Background: an optimization exercise with open tools, aiming at small area and a short achievable clock period. Do not read the settings as production practice. Only simulation tests tie the RTL to the original design; equivalence was not proved. Power is estimated from default activity; no workload was simulated.

==> flow/design.v, too long to show whole: its modules and the start of the top module <==
// module frame_phase: 2347 lines
module frame_phase (
    input  wire        clk,
    input  wire        rst_n,         
    input  wire        cmd_valid,
    input  wire [2:0]  cmd_op,
    input  wire [2:0]  cmd_frame,
    input  wire [63:0] cmd_tick,      
    input  wire [63:0] cmd_data,
    output reg         r_valid,
    output reg  [47:0] r_acc,
    output wire [47:0] r_phase
);
  // ...
==> flow/flow/run.sh <==
#!/bin/bash
set -euo pipefail
bash standard.sh SETUP_SLACK_MARGIN=13 "BUFFER_PORTS_ARGS=-buffer_cell sky130_fd_sc_hd__buf_2" finish > flow_make.log 2>&1
==> flow/standard.sh <==
#!/bin/bash
# synth_recipe.tcl (not shown) runs the flow's synth.tcl, then flattens the netlist and writes it again
# the make line also repeats each setting of config.mk as NAME=value (left out here)
make -C /OpenROAD-flow-scripts/flow DESIGN_CONFIG=/design/flow/config.mk WORK_HOME=/design/flow/orfs CLKGATE_MAP_FILE= SYNTH_SCRIPT=/design/flow/synth_recipe.tcl "${@:-finish}"
==> flow/config.mk <==
export PLATFORM = sky130hd
export DESIGN_NAME = frame_phase
export DESIGN_NICKNAME = frame_phase
export VERILOG_FILES = /design/flow/design.v
export SDC_FILE = /design/flow/constraint.sdc
export NUM_CORES = 4
export LEC_CHECK = 0
export ABC_AREA = 1
export CAP_MARGIN = 20
export CORE_MARGIN = 2
export CORE_UTILIZATION = 60
export CTS_BUF_LIST = sky130_fd_sc_hd__clkbuf_16
export CTS_CLUSTER_DIAMETER = 80
export CTS_CLUSTER_SIZE = 25
export SLEW_MARGIN = 20
==> flow/constraint.sdc <==
create_clock -name core_clock -period 18.0 [get_ports {clk}]
set_input_delay 3.6000 -clock core_clock [delete_from_list [all_inputs] [get_ports {clk}]]
set_output_delay 3.6000 -clock core_clock [all_outputs]
set_load 0.01 [all_outputs]
==> impl_results.md, run 1 <==
- Layout buffer count excluding clock buffers: 410
- Cell accounting for the most synthesized area: sky130_fd_sc_hd__edfxtp_1
- Hold-critical path depth: 0
- Sink Count: 1518
- Power density cells: 73.96 mW/mm2
- Vias in the first global route: 53160
- Required time of the critical path: 14.40 ns
- Syn Nets: between 7000 and 8000
- Worst-path fanout max: 1
- Outcome: timing/DRC/antenna clean
- Number of port buffers: 202
- Cell family with most CP delay: flip-flops
- Remaining global-route overflow: 0
- Ys Warns: 1
- Slack of the critical path: approximately 13 ns
- Max Cap Violations: 0
- Placed Cells: ~8500
- Total number of vias: 54740
- Data arrival, critical path: 1.39 ns
- Number of buffers between clock root and the deepest sink: 3
- Filler Cell Count: 10040
- Critical path destination: r_phase[42]
- Worst-case register-to-register setup slack: 13.03 ns
- Worst min-delay path startpoint: s2_lo[8]
- Predominant post-synthesis flop cell: sky130_fd_sc_hd__edfxtp_1
- DRC viols: 0
- Final core occ: 0.6663
- Comb pwr share: 0.083
- Share of power burned in the clock network: 0.328
- Worst-Margin Slew: 1.185 ns
- Count of mapped cells out of synthesis: ~6800
- Area of the die: around 0.14 mm2
- WHS: 0.3301 ns
- Area occupied by registers: 0.04075 mm2
- Commonest cells after routing, fill and taps aside: sky130_fd_sc_hd__edfxtp_1, sky130_fd_sc_hd__nand2_1, sky130_fd_sc_hd__inv_1
==> inputs of run 2 (changes only) <==
--- a/flow/design.v
+++ b/flow/design.v
@@ -1884,18 +1884,18 @@
     wire [31:0] po_m =
         ({32{s2_psel[0]}} & po0) | ({32{s2_psel[1]}} & po1) |
         ({32{s2_psel[2]}} & po2) | ({32{s2_psel[3]}} & po3) |
         ({32{s2_psel[4]}} & po4) | ({32{s2_psel[5]}} & po5) |
         ({32{s2_psel[6]}} & po6) | ({32{s2_psel[7]}} & po7);
     wire        c16 = s2_c16;
     wire [31:0] sh_ = {s2_S[47] ^ (^s2_L), s2_S[46:16]};
     wire [31:0] ch_ = s2_C[47:16];
-    wire [31:0] a1x = po_m ^ sh_ ^ ch_;
-    wire [31:0] a1y = (po_m & sh_) | (ch_ & (po_m ^ sh_));
+    wire [31:0] a1x, a1y;
+    assign {a1y, a1x} = {po_m & sh_ | ch_ & (po_m ^ sh_), po_m ^ sh_ ^ ch_};
     wire [31:0] a1z = {a1y[30:0], c16};
     wire [31:0] ad1_p, ad1_g, ad1_s;
     wire ad1_co;
     assign ad1_p[0] = a1x[0] ^ a1z[0];
     assign ad1_g[0] = a1x[0] & a1z[0];
     assign ad1_p[1] = a1x[1] ^ a1z[1];
     assign ad1_g[1] = a1x[1] & a1z[1];
     assign ad1_p[2] = a1x[2] ^ a1z[2];
@@ -2100,23 +2100,24 @@
     assign ad1_s[26] = ad1_p[26] ^ ad1_G40;
     assign ad1_s[27] = ad1_p[27] ^ ad1_G54;
     assign ad1_s[28] = ad1_p[28] ^ ad1_G34;
     assign ad1_s[29] = ad1_p[29] ^ ad1_G55;
     assign ad1_s[30] = ad1_p[30] ^ ad1_G41;
     assign ad1_s[31] = ad1_p[31] ^ ad1_G56;
     assign ad1_co = ad1_G30;
     wire [31:0] a1 = ad1_s;
-    wire [31:0] a2x = po_m ^ ~sh_ ^ ~ch_;
-    wire [31:0] a2y = (po_m & ~sh_) | (~ch_ & (po_m ^ ~sh_));
-    wire [31:0] a2z = {a2y[30:0], 1'b0};
+    wire [31:0] npo = ~po_m;
+    wire [31:0] a2x, a2y;
+    assign {a2y, a2x} = {npo & sh_ | ch_ & (npo ^ sh_), npo ^ sh_ ^ ch_};
+    wire [31:0] a2z = {a2y[30:0], c16};
     wire [31:0] ad2_p, ad2_g, ad2_s;
     wire ad2_co;
     assign ad2_p[0] = a2x[0] ^ a2z[0];
-    assign ad2_g[0] = (a2x[0] & a2z[0]) | (ad2_p[0] & ~c16);
+    assign ad2_g[0] = (a2x[0] & a2z[0]) | (ad2_p[0] & 1'b1);
     assign ad2_p[1] = a2x[1] ^ a2z[1];
     assign ad2_g[1] = a2x[1] & a2z[1];
     assign ad2_p[2] = a2x[2] ^ a2z[2];
     assign ad2_g[2] = a2x[2] & a2z[2];
     assign ad2_p[3] = a2x[3] ^ a2z[3];
     assign ad2_g[3] = a2x[3] & a2z[3];
     assign ad2_p[4] = a2x[4] ^ a2z[4];
     assign ad2_g[4] = a2x[4] & a2z[4];
@@ -2282,17 +2283,17 @@
     wire ad2_G53 = ad2_g[24] | (ad2_p[24] & ad2_G31);
     wire ad2_P53 = ad2_p[24] & ad2_P31;
     wire ad2_G54 = ad2_g[26] | (ad2_p[26] & ad2_G40);
     wire ad2_P54 = ad2_p[26] & ad2_P40;
     wire ad2_G55 = ad2_g[28] | (ad2_p[28] & ad2_G34);
     wire ad2_P55 = ad2_p[28] & ad2_P34;
     wire ad2_G56 = ad2_g[30] | (ad2_p[30] & ad2_G41);
     wire ad2_P56 = ad2_p[30] & ad2_P41;
-    assign ad2_s[0] = ad2_p[0] ^ ~c16;
+    assign ad2_s[0] = ad2_p[0] ^ 1'b1;
     assign ad2_s[1] = ad2_p[1] ^ ad2_g[0];
     assign ad2_s[2] = ad2_p[2] ^ ad2_G0;
     assign ad2_s[3] = ad2_p[3] ^ ad2_G42;
     assign ad2_s[4] = ad2_p[4] ^ ad2_G16;
     assign ad2_s[5] = ad2_p[5] ^ ad2_G43;
     assign ad2_s[6] = ad2_p[6] ^ ad2_G35;
     assign ad2_s[7] = ad2_p[7] ^ ad2_G44;
     assign ad2_s[8] = ad2_p[8] ^ ad2_G24;
@@ -2316,18 +2317,18 @@
     assign ad2_s[26] = ad2_p[26] ^ ad2_G40;
     assign ad2_s[27] = ad2_p[27] ^ ad2_G54;
     assign ad2_s[28] = ad2_p[28] ^ ad2_G34;
     assign ad2_s[29] = ad2_p[29] ^ ad2_G55;
     assign ad2_s[30] = ad2_p[30] ^ ad2_G41;
     assign ad2_s[31] = ad2_p[31] ^ ad2_G56;
     assign ad2_co = ad2_G30;
     wire [31:0] a2 = ad2_s;
-    wire [31:0] ph_hi = (s2_ax ? ~a2 : a1) ^ {s2_az, 31'd0};
-    wire [31:0] po_new = s2_sp ? a2 : a1;
+    wire [31:0] ph_hi = (s2_ax ? a2 : a1) ^ {s2_az, 31'd0};
+    wire [31:0] po_new = a1 ^ {32{s2_sp}};
     wire [7:0] we_po = s2_wsel;
     always @(posedge clk) begin
         if (we_po[0]) po0 <= po_new;
         if (we_po[1]) po1 <= po_new;
         if (we_po[2]) po2 <= po_new;
         if (we_po[3]) po3 <= po_new;
         if (we_po[4]) po4 <= po_new;
         if (we_po[5]) po5 <= po_new;
==> run 2 against run 1 <==
Routed wire length decreased by 0.64%. Via count shrank 1.3%. Sequential share of layout area shrank 0.17 points. Hold slack better by 0.0024 ns. Global-route usage fell by 0.24 points. Setup slack lost 0.0065 ns. Synthesized cell count decreased by 0.59%. Clock skew grew 0.014 ns. Largest power group unchanged. Critical path type is now in -> reg. Clock-buffer cell count up 1. Final cell count fell by 0.43%. Register-to-register slack worse by 0.02 ns.
==> impl_results.md, run 2 <==
- Remaining global-route overflow: 0 (unchanged)
- Data arrival, critical path: 5.37 ns (+3.98 ns)
- Cts bufs inserted: 83
- Number of buffers between clock root and the deepest sink: 3 (unchanged)
- TritonCTS clock tree: yes
- Layout overhead on the synthesized area: 10.11%
- Biggest area contributors in the synthesized netlist: sky130_fd_sc_hd__edfxtp_1, sky130_fd_sc_hd__fa_1, sky130_fd_sc_hd__dfxtp_1
- DP Area: 0.08269 mm2
- Syn Nets: 7635 (-0.52%)
- Final critical-path share of the clock period: 0.2776
- Core area: roughly 0.13 mm2
- Reg-to-Reg Start: s0_sel[5]
- DRT iter0 DRCs: 6646
- Count of state elements after synthesis: 1518
- Global-route wire length before repair: 365700 um
- Gp weighted congestion: 0.9928
- Worst min path class: reg -> reg
- Hold violation count in the final report: 0
- Critical path destination: freq1[0]
- Fmax: 200.1 MHz
- Fraction of final layout cells with drive strength greater than 1: 0.1226
- Num rows: 133
- Kind of end point of the critical path: flop
- Sequential area share after synthesis: 0.5080
- Top cell type's share of synthesized area: 0.3844
- H-tree lvl count: 3
- Number of hold buffers added after CTS: 0
- Yosys cell types: 56
- XOR/XNOR share of the synthesized area: 0.08156
- Number of standard cells in the layout, taps in and fillers out: 8668
- Setup repair after global routing missed its margin: yes
- Most common cell after layout, fill and taps aside: sky130_fd_sc_hd__edfxtp_1
- Classification of the worst setup path: in -> reg
- Logic depth of the worst register-to-register path: 22
- Worst min-delay path startpoint: s2_lo[14]
- Area of the die: 0.1363 mm2 (+0.17%)
- Worst rel slew slack: 0.2568
- Simple-gate share of the synthesized area: 0.06722
- First-pass iteration count of the detailed router: 9
- CP startpoint kind: primary input
- Post-synthesis average cell area: 11.90 um2
- Synth Area in Adders: 0.1810
- Crit path from: cmd_op[0]
- Count of mapped cells out of synthesis: 6725 (-0.59%)
- Setup Total Neg Slack: 0 ns
- Placed Cells: 8423 (-0.39%)
- Predominant post-synthesis flop cell: sky130_fd_sc_hd__edfxtp_1
- Power density cells: 74.06 mW/mm2 (+0.14%)
- Starting Density: 0.6062
- Vias in the first global route: 52910 (-0.48%)
- Maximum VDD drop: 95.47 uV
- Final setup fails: 0
- Cell accounting for the most synthesized area: sky130_fd_sc_hd__edfxtp_1
- Required time of the critical path: 18.37 ns (+3.97 ns)
- Most repeated cell in the gate-level netlist after synthesis: sky130_fd_sc_hd__edfxtp_1
- Average vias per placed instance: 6.235
- Sink Count: 1518 (unchanged)
- Dominant combinational cell family by area after synthesis: adder cells
- Leading post-synthesis cells by instance count: sky130_fd_sc_hd__edfxtp_1, sky130_fd_sc_hd__nand2_1, sky130_fd_sc_hd__inv_1, sky130_fd_sc_hd__xor2_1, sky130_fd_sc_hd__fa_1
- Outcome: timing/DRC/antenna clean
- Number of I/O pins: approximately 230
- Later-pin clock latency in the skew report: 0.74 ns
- Ys Warns: 1 (unchanged)
- Max Cap Violations: 0 (unchanged)
- GR Util All Layers: 0.3736
- HPWL after DPL: between 150000 and 200000 um
- Post-layout instance area: 0.08809 mm2
- Filler Cell Count: 9978 (-0.66%)
- Worst-Margin Slew: 1.115 ns (-0.06991 ns)
- DRC viols: 0 (unchanged)
- Max-slew violation count: 0
- DRT antenna net count: 0
- Number of port buffers: 202 (unchanged)
- Vertical die dimension: 369.1 um
- Final nets: 7750
- Worst-path fanout max: 25 (+24)
- Compound-Gate Fraction of Synth Area: 0.1008
- Number of antenna violations at the first check in global routing: 16
- Area of the mapped netlist: between 0.07 and 0.08 mm2
- Worst-case register-to-register setup slack: 13.01 ns (-0.02 ns)
- Commonest cells after routing, fill and taps aside: sky130_fd_sc_hd__edfxtp_1, sky130_fd_sc_hd__nand2_1, sky130_fd_sc_hd__inv_1
- Worst reg2reg endpoint: s1_dt[47]
- Post-synthesis mux area share: 0.002377
- Fraction of registers with async set or reset after synthesis: 0
- Leakage power total: 31.97 nW
- Root buffer cell: sky130_fd_sc_hd__clkbuf_16
- Overall die width: roughly 370 um
- Minimum period implied by the final worst setup slack: 4.997 ns
- EDFF count, synth: 1024
- Per-cell routed wire length: 29.55 um
- Worst clock skew: 0.04924 ns
- Total number of vias: 54040 (-1.3%)
- Wire length reported by the detailed router: between 200000 and 300000 um
- Pin count of the biggest net entering global routing: 50
- Post-CTS clock slew at the launch and capture registers of the worst setup and hold paths: 0.09 ns
==> run 2: worst max-delay path, stage by stage <==
cell	delay, ns
sky130_fd_sc_hd__buf_2	0.21
sky130_fd_sc_hd__inv_8	0.04
sky130_fd_sc_hd__nor2_4	0.09
sky130_fd_sc_hd__nand3_2	0.50
sky130_fd_sc_hd__nor2_4	0.41
sky130_fd_sc_hd__buf_4	0.46
==> run 2: through the flow <==
stage | total power, W | hold slack (ns) | util | worst slack, ns
CTS | 0.006501 | 0.3326 | 0.6590 | 13.00
global placement | 0.004364 | 0.3107 | 0.6264 | 11.70
global route | 0.006692 | 0.3364 | 0.6675 | 12.86
floorplan | 0.004144 | 0.3096 | - | 12.58
detailed placement | 0.004374 | 0.3121 | 0.6266 | 11.67
finish | 0.006524 | 0.3324 | 0.6675 | 13.00
==> run 2: cell families (layout without fill, tap and decap cells) <==
family | count (synthesis) | count (layout)
muxes | 17 | 17
xor gates and xnor gates | 745 | 745
other | 0 | 4
buffers and inverters | 1198 | 1381
AOI/OAI and AO/OA | 1196 | 1196
adders and majority gates | 773 | 773
and+or+nand+nor | 1278 | 1279
DFF | 1518 | 1518
==> run 2: timing repair <==
item / in CTS / in global routing
setup buffers: 48 / 29
setup endpoints to repair: 1119 / 647
gates resized for setup: 229 / 209
pin swaps: 22 / 21
cloned: 8 / 2
==> run 2: how the worst min path moves through the flow <==
| stage | to | cells after the start | slack (ns) |
|---|---|---|---|
| floorplan | r_acc[0] | 0 | 0.31 |
| global route | r_acc[14] | 0 | 0.34 |
| detailed placement | s2_az | 0 | 0.31 |
| finish | r_acc[14] | 0 | 0.33 |
| global placement | s2_az | 0 | 0.31 |
| CTS | r_acc[14] | 0 | 0.33 |
==> run 2: area by class of cell <==
type,count,area [um2],share of cell area
sequential,1518,40730,0.4624
inverter,812,3222,0.03657
clock inverter,68,690.7,0.007840
clock buffer,86,2152,0.02443
multi-input combinational,4010,35590,0.4040
timing repair inverter,4,30.03,0.0003409
antenna,4,10.01,0.0001136
timing repair buffer,411,3470,0.03939
tap,1755,2196,0.02493
==> run 2: per-layer routing <==
metal,vias to the layer above,global-route usage,routed length [um]
met1,27000,0.4872,95320
met2,3220,0.5843,118000
met3,679,0.08470,25830
li1,23130,-,-
met5,-,0,50
met4,8,0.2042,16960
==> run 2: where the power goes <==
part	internal (W)	total (W)	leakage, nW	switching (W)
sequential	0.00378	0.00382	13.6	0.0000402
clock	0.000952	0.00217	1.50	0.00122
combinational	0.000156	0.000540	16.9	0.000384

[what the ideal ports hide]
The results above use ideal ports. As a check the final layouts listed here were re-extracted and re-timed, cells and wires unchanged.
Step 1 (the two cells are an assumption about what drives the block):
set clk [get_ports {clk}]
set_driving_cell -lib_cell sky130_fd_sc_hd__clkbuf_16 $clk
set_driving_cell -lib_cell sky130_fd_sc_hd__buf_2 [delete_from_list [all_inputs] $clk]
Step 2, shift: input delay + t, output delay - t, t = (earliest + latest rising clock arrival at the registers) / 2. This alone moves slack from input paths to output paths.
Three values: ideal ports, drivers, drivers and shift; two values: the first two.
run	shift t [ns]	slack for setup (ns)	worst setup path after step 2	cell pins on the clock port's net
run 1	0.797	13.010 / 12.892 / 12.095	input to register	1
run 2	0.797	13.003 / 13.002 / 12.236	input to register	1
After both steps every run listed still meets setup and hold. For run 1, which loses most, drivers alone change the setup slack by -0.118 ns; drivers and shift together by -0.915 ns.
